Background: an optimization exercise with open tools, aiming at small area, a short achievable clock period and few clock cycles per item. Do not read the settings as production practice. At most, simulation tests tie the RTL to the original design; equivalence was not proved. No activity file was given, so power comes from the tool's default toggle rates.

## deq32
module deq32 (
  input  wire               clk,
  input  wire               rst,         
  input  wire               in_valid,
  output wire               in_ready,
  input  wire [1:0]         in_mode,     
  input  wire signed [31:0] in_p0,       
  input  wire signed [31:0] in_p1,
  input  wire signed [31:0] in_p2,
  input  wire signed [31:0] in_p3,
  input  wire signed [31:0] in_p4,
  input  wire signed [31:0] in_p5,
  input  wire signed [9:0]  in_c,        
  input  wire signed [9:0]  in_es,       
  output wire               out_valid,
  input  wire               out_ready,
  output wire [31:0]        out_f        
);
  wire m23 = in_mode[1];
  wire m3  = in_mode[1] & in_mode[0];
  wire [31:0] ra  = {~in_p0[31], in_p0[30:0]};
  wire [31:0] rb1 = {~in_p1[31], in_p1[30:0]};
  wire [31:0] rb2 = {~in_p2[31], in_p2[30:0]};
  wire [31:0] rc0 = {~in_p3[31], in_p3[30:0]};
  wire [31:0] rc1 = {~in_p4[31], in_p4[30:0]};
  wire [31:0] rc2 = {~in_p5[31], in_p5[30:0]};
  wire [47:0] t;
  wire f1 = m23 & rc0[0];
  wire f2 = m3 & rc1[0];
  wire f3 = m3 & rc2[0];
  wire f4 = m23 & rc0[1];
  wire f5 = m3 & rc1[1];
  ...
Size in the first run: ~2000 cells after synthesis, ~92 flip-flops, about 250 I/O pins.
clock: 24.0 ns
lec_check: 0
abc_area: 1
cap_margin: 20
core_margin: 2
core_utilization: 55
slew_margin: 20
standard.sh (not shown) runs the stock make flow with config.mk's settings and CLKGATE_MAP_FILE= SYNTH_SCRIPT=/design/flow/synth_recipe.tcl, a recipe that flattens the netlist after the stock synthesis.
==> flow/flow/run.sh <==
#!/bin/bash
set -euo pipefail
bash standard.sh SETUP_SLACK_MARGIN=14 \
  BUFFER_PORTS_ARGS="-buffer_cell sky130_fd_sc_hd__buf_1" \
  finish > standard_flow.log 2>&1
Testbench counts at the start, summed over its fixed seeds: cycles 16,016, items 16,000.
Change:
--- a/flow/design.v
+++ b/flow/design.v
@@ -622,33 +622,38 @@
       empty_q <= 1'b1;
     end else if (en) begin
       v1_q    <= in_valid;
       valid_q <= v1_q;
       empty_q <= ~v1_q;
     end
   end
   always @(posedge clk) begin
     if (en_t) begin
       t_q  <= t;
       kb_q <= kb;
     end
-    if (en)
+    if (en & v1_q)
       f_q  <= f;
   end
   wire        sign = t_q[47];
   wire [46:0] v    = t_q[46:0] ^ {47{sign}};
-  wire [8:0]  nk1  = ~kb_q;
-  wire        deep = $signed(kb_q) < -9'sd47;
-  wire [46:0] vm = v;
+  wire              deep = $signed(kb_q) < -9'sd47;
+  wire [8:0]  nk1 = ~kb_q;
+  wire        snt = ~nk1[8] & (nk1[7:6] == 2'd0);
+  reg  [46:0] one;
   integer i;
+  always @(*)
+    for (i = 0; i < 47; i = i + 1)
+      one[i] = snt & (nk1[5:0] == i);
+  wire [46:0] vm = v | one;
   wire [63:0] l0 = {17'd0, vm};
   wire [31:0] a1, v1; wire [15:0] v2; wire [31:0] a2; wire [7:0] v3; wire [23:0] a3;
   wire [3:0] v4; wire [15:0] a4; wire [1:0] v5; wire [9:0] a5;
   genvar g;
   generate
     for (g = 0; g < 32; g = g + 1) begin : lz1
       assign v1[g] = l0[2*g+1] | l0[2*g];
       assign a1[g] = l0[2*g+1];
     end
     for (g = 0; g < 16; g = g + 1) begin : lz2
       assign v2[g] = v1[2*g+1] | v1[2*g];
       assign a2[2*g+1:2*g] = v1[2*g+1] ? {1'b1, a1[2*g+1]} : {1'b0, a1[2*g]};
@@ -665,26 +670,25 @@
       assign v5[g] = v4[2*g+1] | v4[2*g];
       assign a5[5*g+4:5*g] = v4[2*g+1] ? {1'b1, a4[8*g+7:8*g+4]} : {1'b0, a4[8*g+3:8*g]};
     end
   endgenerate
   wire [5:0] q = v5[1] ? {1'b1, a5[9:5]} : {1'b0, a5[4:0]};
   reg  [5:0]  tz;
   always @(*) begin
     tz = 6'd47;
     for (i = 46; i >= 0; i = i - 1)
       if (t_q[i]) tz = i[5:0];
   end
   wire        zero = (tz == 6'd47);
-  wire        lt = ~nk1[8] & (nk1[5:0] > q);
-  wire [6:0]  sh = (deep | lt) ? nk1[6:0] : {1'b0, q};
+  wire [6:0]  sh = deep ? ~kb_q[6:0] : {1'b0, q};
   wire [95:0] s6 = {25'd0, v, {24{sign}}};
   wire [87:0] s5 = sh[6] ? s6[95:64] : s6[87:0];
   wire [55:0] s4 = sh[5] ? s5[87:32] : s5[55:0];
   wire [39:0] s3 = sh[4] ? s4[55:16] : s4[39:0];
   wire [31:0] s2 = sh[3] ? s3[39:8]  : s3[31:0];
   wire [27:0] s1 = sh[2] ? s2[31:4]  : s2[27:0];
   wire [25:0] s0 = sh[1] ? s1[27:2]  : s1[25:0];
   wire [24:0] win = sh[0] ? s0[25:1] : s0[24:0];
   wire [23:0] kv  = win[24:1];
   wire        gv  = win[0];
   wire        st  = ({1'b0, tz} + 7'd25) <= sh;
   wire        inc = sign ? (gv | (~st & kv[0])) : (gv & (st | kv[0]));
Effect:
- The changed run went through all stages and came out clean
- final area fell by a few percent
- routed wire length rose slightly
- worst setup slack gets better by 0.19 ns
- hold slack gets better by 0.0040 ns
- utilization fell by 3.8 points
- power fell by roughly a tenth
Testbench counts after the change, summed over its fixed seeds: cycles 16,016, items 16,000.

run 1:
Another version of the RTL of deq32 (not shown whole).
For scale: about 2,100 cells after synthesis, ~250 I/O pins, roughly 15,000 µm² of cells after synthesis.
// deq32
module deq32 (
  input  wire               clk,
  input  wire               rst,         
  input  wire               in_valid,
  output wire               in_ready,
  input  wire [1:0]         in_mode,     
  input  wire signed [31:0] in_p0,       
  input  wire signed [31:0] in_p1,
  input  wire signed [31:0] in_p2,
  input  wire signed [31:0] in_p3,
  input  wire signed [31:0] in_p4,
  input  wire signed [31:0] in_p5,
  input  wire signed [9:0]  in_c,        
  input  wire signed [9:0]  in_es,       
  output wire               out_valid,
  input  wire               out_ready,
  output wire [31:0]        out_f        
);
clock: 24.0 ns
lec_check: 0
abc_area: 1
cap_margin: 20
core_margin: 2
core_utilization: 55
slew_margin: 20
Scripts as last shown in full above: flow/flow/run.sh
Testbench counts of run 1, summed over its fixed seeds: cycles 16,016, items 16,000.
Inputs modified between run 1 and run 2:
--- a/flow/design.v
+++ b/flow/design.v
@@ -622,25 +622,25 @@
       empty_q <= 1'b1;
     end else if (en) begin
       v1_q    <= in_valid;
       valid_q <= v1_q;
       empty_q <= ~v1_q;
     end
   end
   always @(posedge clk) begin
     if (en_t) begin
       t_q  <= t;
       kb_q <= kb;
     end
-    if (en)
+    if (en & v1_q)
       f_q  <= f;
   end
   wire        sign = t_q[47];
   wire [46:0] v    = t_q[46:0] ^ {47{sign}};
   wire              deep = $signed(kb_q) < -9'sd47;
   wire [8:0]  nk1 = ~kb_q;
   wire        snt = ~nk1[8] & (nk1[7:6] == 2'd0);
   reg  [46:0] one;
   integer i;
   always @(*)
     for (i = 0; i < 47; i = i + 1)
       one[i] = snt & (nk1[5:0] == i);
@@ -686,16 +686,16 @@
   wire [39:0] s3 = sh[4] ? s4[55:16] : s4[39:0];
   wire [31:0] s2 = sh[3] ? s3[39:8]  : s3[31:0];
   wire [27:0] s1 = sh[2] ? s2[31:4]  : s2[27:0];
   wire [25:0] s0 = sh[1] ? s1[27:2]  : s1[25:0];
   wire [24:0] win = sh[0] ? s0[25:1] : s0[24:0];
   wire [23:0] kv  = win[24:1];
   wire        gv  = win[0];
   wire        st  = ({1'b0, tz} + 7'd25) <= sh;
   wire        inc = sign ? (gv | (~st & kv[0])) : (gv & (st | kv[0]));
   wire [24:0] mant = {1'b0, kv} + {24'd0, inc};
   wire signed [10:0] ebase = $signed({5'd0, sh}) + $signed({{2{kb_q[8]}}, kb_q});
   wire signed [10:0] fexp  = ebase + 11'sd1 + $signed({9'd0, mant[24:23]});
-  assign f = zero ? 32'd0 :
-             (fexp >= 11'sd255) ? {sign, 8'hFF, 23'd0}
-                                : {sign, fexp[7:0], mant[22:0]};
+  wire        ovf = ~zero & (fexp >= 11'sd255);
+  assign f = ovf ? {sign, 8'hFF, 23'd0}
+                 : {sign, zero ? 8'd0 : fexp[7:0], mant[22:0]};
 endmodule
--- outcome ---
Non-clock buffer count sits lower in run 2 than in run 1. Relative to run 1, final design area excluding fillers has decreased by 240 µm² in run 2. Top achievable clock speed, run 2 and run 1: lower on run 1. As of run 2, cell count had fallen by a few percent compared to run 1. Part of the power in combinational logic is higher on run 2. Taking run 1 as the reference point, the met2 track demand over resource of run 2 rises by 0.23 points. After detailed routing, run 1 needs more wire than run 2. Compared with run 1, run 2 improves worst setup slack. Fraction of area in registers was lower in run 1 than in run 2. Wire length of the first global-routing pass improves in run 2 relative to run 1. Side by side, final critical-path share of the clock period turned out lower in run 2 than in run 1. Run 2 vs. run 1: clock tree skew after final layout shows an increase of 3.4 ps, global-route usage moved down.
Testbench counts of run 2, summed over its fixed seeds: cycles 16,016, items 16,000.

deq32, a different RTL version from the one above (not shown whole).
For scale: roughly 2000 cells after synthesis, ~91 flip-flops, about 0.015 mm2 of cells after synthesis.
Settings: LEC_CHECK=0, ABC_AREA=1, CAP_MARGIN=20, CORE_MARGIN=2, CORE_UTILIZATION=55, SLEW_MARGIN=20; clock period 24.0 ns.
Scripts as last shown in full above: flow/flow/run.sh
Testbench counts at the start, summed over its fixed seeds: cycles 16,016, items 16,000.
Then changed:
--- a/flow/design.v
+++ b/flow/design.v
@@ -601,45 +601,43 @@
   wire cp_gg127 = cp_gg95 | (cp_pp95 & cp_gg112);
   wire cp_gg128 = cp_gg96 | (cp_pp96 & cp_gg112);
   wire [47:0] cp_c = {cp_gg127, cp_gg126, cp_gg125, cp_gg124, cp_gg123, cp_gg122, cp_gg121, cp_gg120, cp_gg119, cp_gg118, cp_gg117, cp_gg116, cp_gg115, cp_gg114, cp_gg113, cp_gg112, cp_gg111, cp_gg110, cp_gg109, cp_gg108, cp_gg107, cp_gg106, cp_gg105, cp_gg104, cp_gg103, cp_gg102, cp_gg101, cp_gg100, cp_gg99, cp_gg98, cp_gg97, cp_gg80, cp_gg79, cp_gg78, cp_gg77, cp_gg76, cp_gg75, cp_gg74, cp_gg73, cp_gg52, cp_gg51, cp_gg50, cp_gg49, cp_gg26, cp_gg25, cp_gg1, cp_g0[0], 1'b0};
   assign t = cp_p0 ^ cp_c;
   wire signed [11:0] kr = $signed({{2{in_c[9]}}, in_c}) + $signed({{2{in_es[9]}}, in_es})
                         + (m3 ? 12'sd132 : m23 ? 12'sd116 : 12'sd100);
   wire [8:0] kb = (kr < -12'sd72) ? -9'sd72 : (kr > 12'sd255) ? 9'd255 : kr[8:0];
   reg         v1_q, valid_q;
   reg  [47:0] t_q;
   reg  [8:0]  kb_q;
   reg  [31:0] f_q;
   wire [31:0] f;
-  wire en   = out_ready | ~valid_q;
-  wire en_t = en | ~v1_q;
-  assign in_ready  = out_ready;
+  wire en = out_ready | ~valid_q;
+  assign in_ready  = en;
   assign out_valid = valid_q;
   assign out_f     = f_q;
   always @(posedge clk) begin
     if (rst) begin
       v1_q    <= 1'b0;
       valid_q <= 1'b0;
     end else if (en) begin
-      v1_q    <= in_valid & out_ready;
+      v1_q    <= in_valid;
       valid_q <= v1_q;
     end
   end
   always @(posedge clk) begin
-    if (en_t) begin
+    if (en) begin
       t_q  <= t;
       kb_q <= kb;
-    end
-    if (en & v1_q)
       f_q  <= f;
+    end
   end
   wire        sign = t_q[47];
   wire [46:0] v    = t_q[46:0] ^ {47{sign}};
   wire              deep = $signed(kb_q) < -9'sd47;
   wire [8:0]  nk1 = ~kb_q;
   wire        snt = ~nk1[8] & (nk1[7:6] == 2'd0);
   reg  [46:0] one;
   integer i;
   always @(*)
     for (i = 0; i < 47; i = i + 1)
       one[i] = snt & (nk1[5:0] == i);
   wire [46:0] vm = v | one;
@@ -670,31 +668,30 @@
     end
   endgenerate
   wire [5:0] q = v5[1] ? {1'b1, a5[9:5]} : {1'b0, a5[4:0]};
   reg  [5:0]  tz;
   always @(*) begin
     tz = 6'd47;
     for (i = 46; i >= 0; i = i - 1)
       if (t_q[i]) tz = i[5:0];
   end
   wire        zero = (tz == 6'd47);
   wire [6:0]  sh = deep ? ~kb_q[6:0] : {1'b0, q};
   wire [95:0] s6 = {25'd0, v, {24{sign}}};
-  wire [87:0] s5 = {s6[87:32], {25{~sh[6]}} & s6[31:7],
-                    sh[6] ? s6[70:64] : s6[6:0]};
+  wire [87:0] s5 = sh[6] ? s6[95:64] : s6[87:0];
   wire [55:0] s4 = sh[5] ? s5[87:32] : s5[55:0];
   wire [39:0] s3 = sh[4] ? s4[55:16] : s4[39:0];
   wire [31:0] s2 = sh[3] ? s3[39:8]  : s3[31:0];
   wire [27:0] s1 = sh[2] ? s2[31:4]  : s2[27:0];
   wire [25:0] s0 = sh[1] ? s1[27:2]  : s1[25:0];
   wire [24:0] win = sh[0] ? s0[25:1] : s0[24:0];
   wire [23:0] kv  = win[24:1];
   wire        gv  = win[0];
   wire        st  = ({1'b0, tz} + 7'd25) <= sh;
   wire        inc = sign ? (gv | (~st & kv[0])) : (gv & (st | kv[0]));
   wire [24:0] mant = {1'b0, kv} + {24'd0, inc};
   wire signed [10:0] ebase = $signed({5'd0, sh}) + $signed({{2{kb_q[8]}}, kb_q});
   wire signed [10:0] fexp  = ebase + 11'sd1 + $signed({9'd0, mant[24:23]});
-  wire        ovf = ~zero & (fexp >= 11'sd255);
-  assign f = ovf ? {sign, 8'hFF, 23'd0}
-                 : {sign, zero ? 8'd0 : fexp[7:0], mant[22:0]};
+  assign f = zero ? 32'd0 :
+             (fexp >= 11'sd255) ? {sign, 8'hFF, 23'd0}
+                                : {sign, fexp[7:0], mant[22:0]};
 endmodule
Result:
- final area rises by 2.3%
- combinational power hardly moves
- core utilization hardly moves
- first-iteration DRC count falls by 22%
- die area rises by 1.5%
- worst hold slack got worse by 0.047 ns
- power rises by 2.2%
- synthesized cell count rises by 3.7%
- clock skew barely changes
- clock power rises by 15%
- register-to-register slack improved by 0.33 ns
- setup slack got worse by 0.29 ns
- via count rises by 1.9%
- global-route usage rises by 0.52 points
Testbench counts after the change, summed over its fixed seeds: cycles 16,016, items 16,000.

Another version of the RTL of deq32 (not shown whole).
Size: about 2400 cells after synthesis, about 94 flip-flops, ~250 I/O pins, roughly 19000 µm² of cells after synthesis.
==> module deq32, before the edit <==
module deq32 (
  input  wire               clk,
  input  wire               rst,         
  input  wire               in_valid,
  output wire               in_ready,
  input  wire [1:0]         in_mode,     
  input  wire signed [31:0] in_p0,       
  input  wire signed [31:0] in_p1,
  input  wire signed [31:0] in_p2,
  input  wire signed [31:0] in_p3,
  input  wire signed [31:0] in_p4,
  input  wire signed [31:0] in_p5,
  input  wire signed [9:0]  in_c,        
  input  wire signed [9:0]  in_es,       
  output wire               out_valid,
  input  wire               out_ready,
  output wire [31:0]        out_f        
);
  wire m23 = in_mode[1];
  wire m3  = in_mode[1] & in_mode[0];
  wire [31:0] a  = m23 ? {~in_p0[31], in_p0[30:0]} : 32'h80000000;
  wire [31:0] b1 = m23 ? {~in_p1[31], in_p1[30:0]} : 32'h80000000;
  wire [31:0] b2 = m23 ? {~in_p2[31], in_p2[30:0]} : 32'h80000000;
  wire [31:0] c0 = m23 ? {~in_p3[31], in_p3[30:0]} : {~in_p0[31], in_p0[30:0]};
  wire [31:0] c1 = m3  ? {~in_p4[31], in_p4[30:0]} : 32'h80000000;
  wire [31:0] c2 = m3  ? {~in_p5[31], in_p5[30:0]} : 32'h80000000;
  wire [47:0] t = {a, 16'd0} + {8'd0, b1, 8'd0} + {8'd0, b2, 8'd0}
                + {16'd0, c0} + {16'd0, c1} + {16'd0, c2} + 48'h7efe80000000;
  wire [11:0] kb = {{2{in_c[9]}}, in_c} + {{2{in_es[9]}}, in_es}
                 + (m3 ? 12'd132 : 12'd116);
  reg         v1_q, valid_q;
  reg  [47:0] t_q;
  reg  [11:0] kb_q;
  reg  [31:0] f_q;
  wire [31:0] f;
  wire en = out_ready | ~valid_q;
  assign in_ready  = en;
  assign out_valid = valid_q;
  assign out_f     = f_q;
  always @(posedge clk) begin
    if (rst) begin
      v1_q    <= 1'b0;
      valid_q <= 1'b0;
    end else if (en) begin
      v1_q    <= in_valid;
      valid_q <= v1_q;
    end
  end
  always @(posedge clk) begin
    if (en) begin
      t_q  <= t;
      kb_q <= kb;
      f_q  <= f;
    end
  end
  wire        sign = t_q[47];
  wire [46:0] v    = t_q[46:0] ^ {47{sign}};
  reg  [5:0]  p;
  integer i;
  always @(*) begin
    p = 6'd0;
    for (i = 0; i < 47; i = i + 1)
      if (v[i]) p = i[5:0] + 6'd1;
  end
  reg  [5:0]  tz;
  always @(*) begin
    tz = 6'd47;
    for (i = 46; i >= 0; i = i - 1)
      if (t_q[i]) tz = i[5:0];
  end
  wire signed [11:0] e1  = $signed({6'd0, p}) + $signed(kb_q);
  wire        sub  = (e1 <= 12'sd0);
  wire signed [11:0] nk = -$signed(kb_q);
  wire [6:0]  subc = (nk > 12'sd72) ? 7'd72 : nk[6:0];
  wire [6:0]  shp  = sub ? subc : {1'b0, p};
  wire [96:0] s6 = {25'd0, v, {25{sign}}};
  wire [87:0] s5 = shp[6] ? s6[96:64] : s6[87:0];
  wire [55:0] s4 = shp[5] ? s5[87:32] : s5[55:0];
  wire [39:0] s3 = shp[4] ? s4[55:16] : s4[39:0];
  wire [31:0] s2 = shp[3] ? s3[39:8]  : s3[31:0];
  wire [27:0] s1 = shp[2] ? s2[31:4]  : s2[27:0];
  wire [25:0] s0 = shp[1] ? s1[27:2]  : s1[25:0];
  wire [24:0] win = shp[0] ? s0[25:1] : s0[24:0];
  wire [23:0] kv  = win[24:1];
  wire        gv  = win[0];
  wire        st  = ({1'b0, tz} + 7'd26) <= shp;
  wire        inc = sign ? (gv | (~st & kv[0])) : (gv & (st | kv[0]));
  wire        zero = ~sign & (p == 6'd0);
  wire [11:0] bexp_base = (sub | zero) ? 12'd0 : e1;
  wire [24:0] mant  = {1'b0, kv} + {24'd0, inc};
  wire [11:0] fexp  = bexp_base + {10'd0, mant[24:23]};
  assign f = ($signed(fexp) >= 12'sd255) ? {sign, 8'hFF, 23'd0}
                                         : {sign, fexp[7:0], mant[22:0]};
endmodule
clock: 24.0 ns
lec_check: 0
cap_margin: 20
core_margin: 2
core_utilization: 40
slew_margin: 20
run.sh (not shown) runs the stock make flow with config.mk's settings and CLKGATE_MAP_FILE= SYNTH_SCRIPT=/design/flow/synth_recipe.tcl, a recipe that flattens the netlist after the stock synthesis.
Stock flow here: none of the scripts above is used.
The first run completed with no timing, DRC or antenna violations.
Edit:
==> flow/design.v (replaced) <==
module deq32 (
  input  wire               clk,
  input  wire               rst,         
  input  wire               in_valid,
  output wire               in_ready,
  input  wire [1:0]         in_mode,     
  input  wire signed [31:0] in_p0,       
  input  wire signed [31:0] in_p1,
  input  wire signed [31:0] in_p2,
  input  wire signed [31:0] in_p3,
  input  wire signed [31:0] in_p4,
  input  wire signed [31:0] in_p5,
  input  wire signed [9:0]  in_c,        
  input  wire signed [9:0]  in_es,       
  output wire               out_valid,
  input  wire               out_ready,
  output wire [31:0]        out_f        
);
  wire m23 = in_mode[1];
  wire m3  = in_mode[1] & in_mode[0];
  wire [31:0] a  = m23 ? {~in_p0[31], in_p0[30:0]} : 32'h80000000;
  wire [31:0] b1 = m23 ? {~in_p1[31], in_p1[30:0]} : 32'h80000000;
  wire [31:0] b2 = m23 ? {~in_p2[31], in_p2[30:0]} : 32'h80000000;
  wire [31:0] c0 = m23 ? {~in_p3[31], in_p3[30:0]} : {~in_p0[31], in_p0[30:0]};
  wire [31:0] c1 = m3  ? {~in_p4[31], in_p4[30:0]} : 32'h80000000;
  wire [31:0] c2 = m3  ? {~in_p5[31], in_p5[30:0]} : 32'h80000000;
  wire [47:0] t = {a, 16'd0} + {8'd0, b1, 8'd0} + {8'd0, b2, 8'd0}
                + {16'd0, c0} + {16'd0, c1} + {16'd0, c2} + 48'h7efe80000000;
  wire signed [11:0] kr = $signed({{2{in_c[9]}}, in_c}) + $signed({{2{in_es[9]}}, in_es})
                        + (m3 ? 12'sd132 : 12'sd116);
  wire [8:0] kb = (kr < -12'sd72) ? -9'sd72 : (kr > 12'sd255) ? 9'd255 : kr[8:0];
  reg         v1_q, valid_q;
  reg  [47:0] t_q;
  reg  [8:0]  kb_q;
  reg  [31:0] f_q;
  wire [31:0] f;
  wire en = out_ready | ~valid_q;
  assign in_ready  = en;
  assign out_valid = valid_q;
  assign out_f     = f_q;
  always @(posedge clk) begin
    if (rst) begin
      v1_q    <= 1'b0;
      valid_q <= 1'b0;
    end else if (en) begin
      v1_q    <= in_valid;
      valid_q <= v1_q;
    end
  end
  always @(posedge clk) begin
    if (en) begin
      t_q  <= t;
      kb_q <= kb;
      f_q  <= f;
    end
  end
  wire        sign = t_q[47];
  wire [46:0] v    = t_q[46:0] ^ {47{sign}};
  wire signed [9:0] nk   = -$signed({kb_q[8], kb_q});
  wire              deep = $signed(kb_q) < -9'sd47;      
  reg  [46:0] thm;
  integer i;
  always @(*)
    for (i = 0; i < 47; i = i + 1)
      thm[i] = $signed(nk) > i;
  wire [46:0] vm = v | thm;
  reg  [5:0]  q;
  always @(*) begin
    q = 6'd0;
    for (i = 0; i < 47; i = i + 1)
      if (vm[i]) q = i[5:0];
  end
  reg  [5:0]  tz;
  always @(*) begin
    tz = 6'd47;
    for (i = 46; i >= 0; i = i - 1)
      if (t_q[i]) tz = i[5:0];
  end
  wire        zero = (tz == 6'd47);
  wire [6:0]  sh = deep ? ~kb_q[6:0] : {1'b0, q};
  wire [95:0] s6 = {25'd0, v, {24{sign}}};
  wire [87:0] s5 = sh[6] ? s6[95:64] : s6[87:0];
  wire [55:0] s4 = sh[5] ? s5[87:32] : s5[55:0];
  wire [39:0] s3 = sh[4] ? s4[55:16] : s4[39:0];
  wire [31:0] s2 = sh[3] ? s3[39:8]  : s3[31:0];
  wire [27:0] s1 = sh[2] ? s2[31:4]  : s2[27:0];
  wire [25:0] s0 = sh[1] ? s1[27:2]  : s1[25:0];
  wire [24:0] win = sh[0] ? s0[25:1] : s0[24:0];
  wire [23:0] kv  = win[24:1];
  wire        gv  = win[0];
  wire        st  = ({1'b0, tz} + 7'd25) <= sh;
  wire        inc = sign ? (gv | (~st & kv[0])) : (gv & (st | kv[0]));
  wire [24:0] mant = {1'b0, kv} + {24'd0, inc};
  wire signed [10:0] ebase = $signed({5'd0, sh}) + $signed({{2{kb_q[8]}}, kb_q});
  wire signed [10:0] fexp  = ebase + 11'sd1 + $signed({9'd0, mant[24:23]});
  assign f = zero ? 32'd0 :
             (fexp >= 11'sd255) ? {sign, 8'hFF, 23'd0}
                                : {sign, fexp[7:0], mant[22:0]};
endmodule
The changed run ran to the end with no violations; power is higher by a few percent; design area went up slightly; worst setup slack gets worse by 340 ps; hold slack barely changes; core utilization drops by 0.44 points; critical path depth goes down by 3; fmax went down by a few percent; die area went up by a few percent.
Function was not checked in any run of this note: the RTL went through the layout flow alone.

-- re-timing with driven ports --
Ports are ideal in the flow. The routed layouts listed here were re-timed in OpenROAD.
Step 1 (the two cells are an assumption about what drives the block):
set clk [get_ports {clk}]
set_driving_cell -lib_cell sky130_fd_sc_hd__clkbuf_16 $clk
set_driving_cell -lib_cell sky130_fd_sc_hd__buf_2 [delete_from_list [all_inputs] $clk]
Step 2 adds t to the input delays and takes it off the output delays; t is the mean of the earliest and latest rising clock arrival at the registers after step 1. Input paths then give back, and output paths get back, about the clock's delay inside the block.
a / b / c = no drivers / after step 1 / after step 2; a / b = the first two.
| run | shift t [ns] | setup WS [ns] | hold WS [ns] | worst slew at a driven data input, ns | cell pins on the clock port's net |
|---|---|---|---|---|---|
| the first run of note 1 | 0.403 | 13.834 / 13.801 / 13.801 | 0.484 / 0.484 / 0.484 | 0.07 | 1 |
| the second run of note 1 | 0.396 | 14.024 / 14.003 / 14.003 | 0.488 / 0.488 / 0.488 | 0.13 | 1 |
| run 1 | 0.405 | 13.910 / 13.874 / 13.874 | 0.489 / 0.489 / 0.489 | 0.06 | 1 |
| run 2 | 0.407 | 14.035 / 14.014 / 14.014 | 0.491 / 0.491 / 0.491 | 0.04 | 1 |
| the first run of note 3 | 0.404 | 14.126 / 14.090 / 13.930 | 0.511 / 0.511 / 0.511 | 0.13 | 1 |
| the second run of note 3 | 0.405 | 13.836 / 13.806 / 13.806 | 0.464 / 0.464 / 0.464 | 0.04 | 1 |
| the first run of note 4 | 0.436 | 10.665 / 10.665 / 10.665 | 0.450 / 0.450 / 0.450 | 0.06 | 1 |
| the second run of note 4 | 0.438 | 10.326 / 10.326 / 10.326 | 0.453 / 0.453 / 0.453 | 0.08 | 1 |
After both steps every run listed still meets setup and hold. The setup slack of the first run of note 3, which loses most, moves by -0.036 ns with the drivers and by -0.196 ns with both steps.
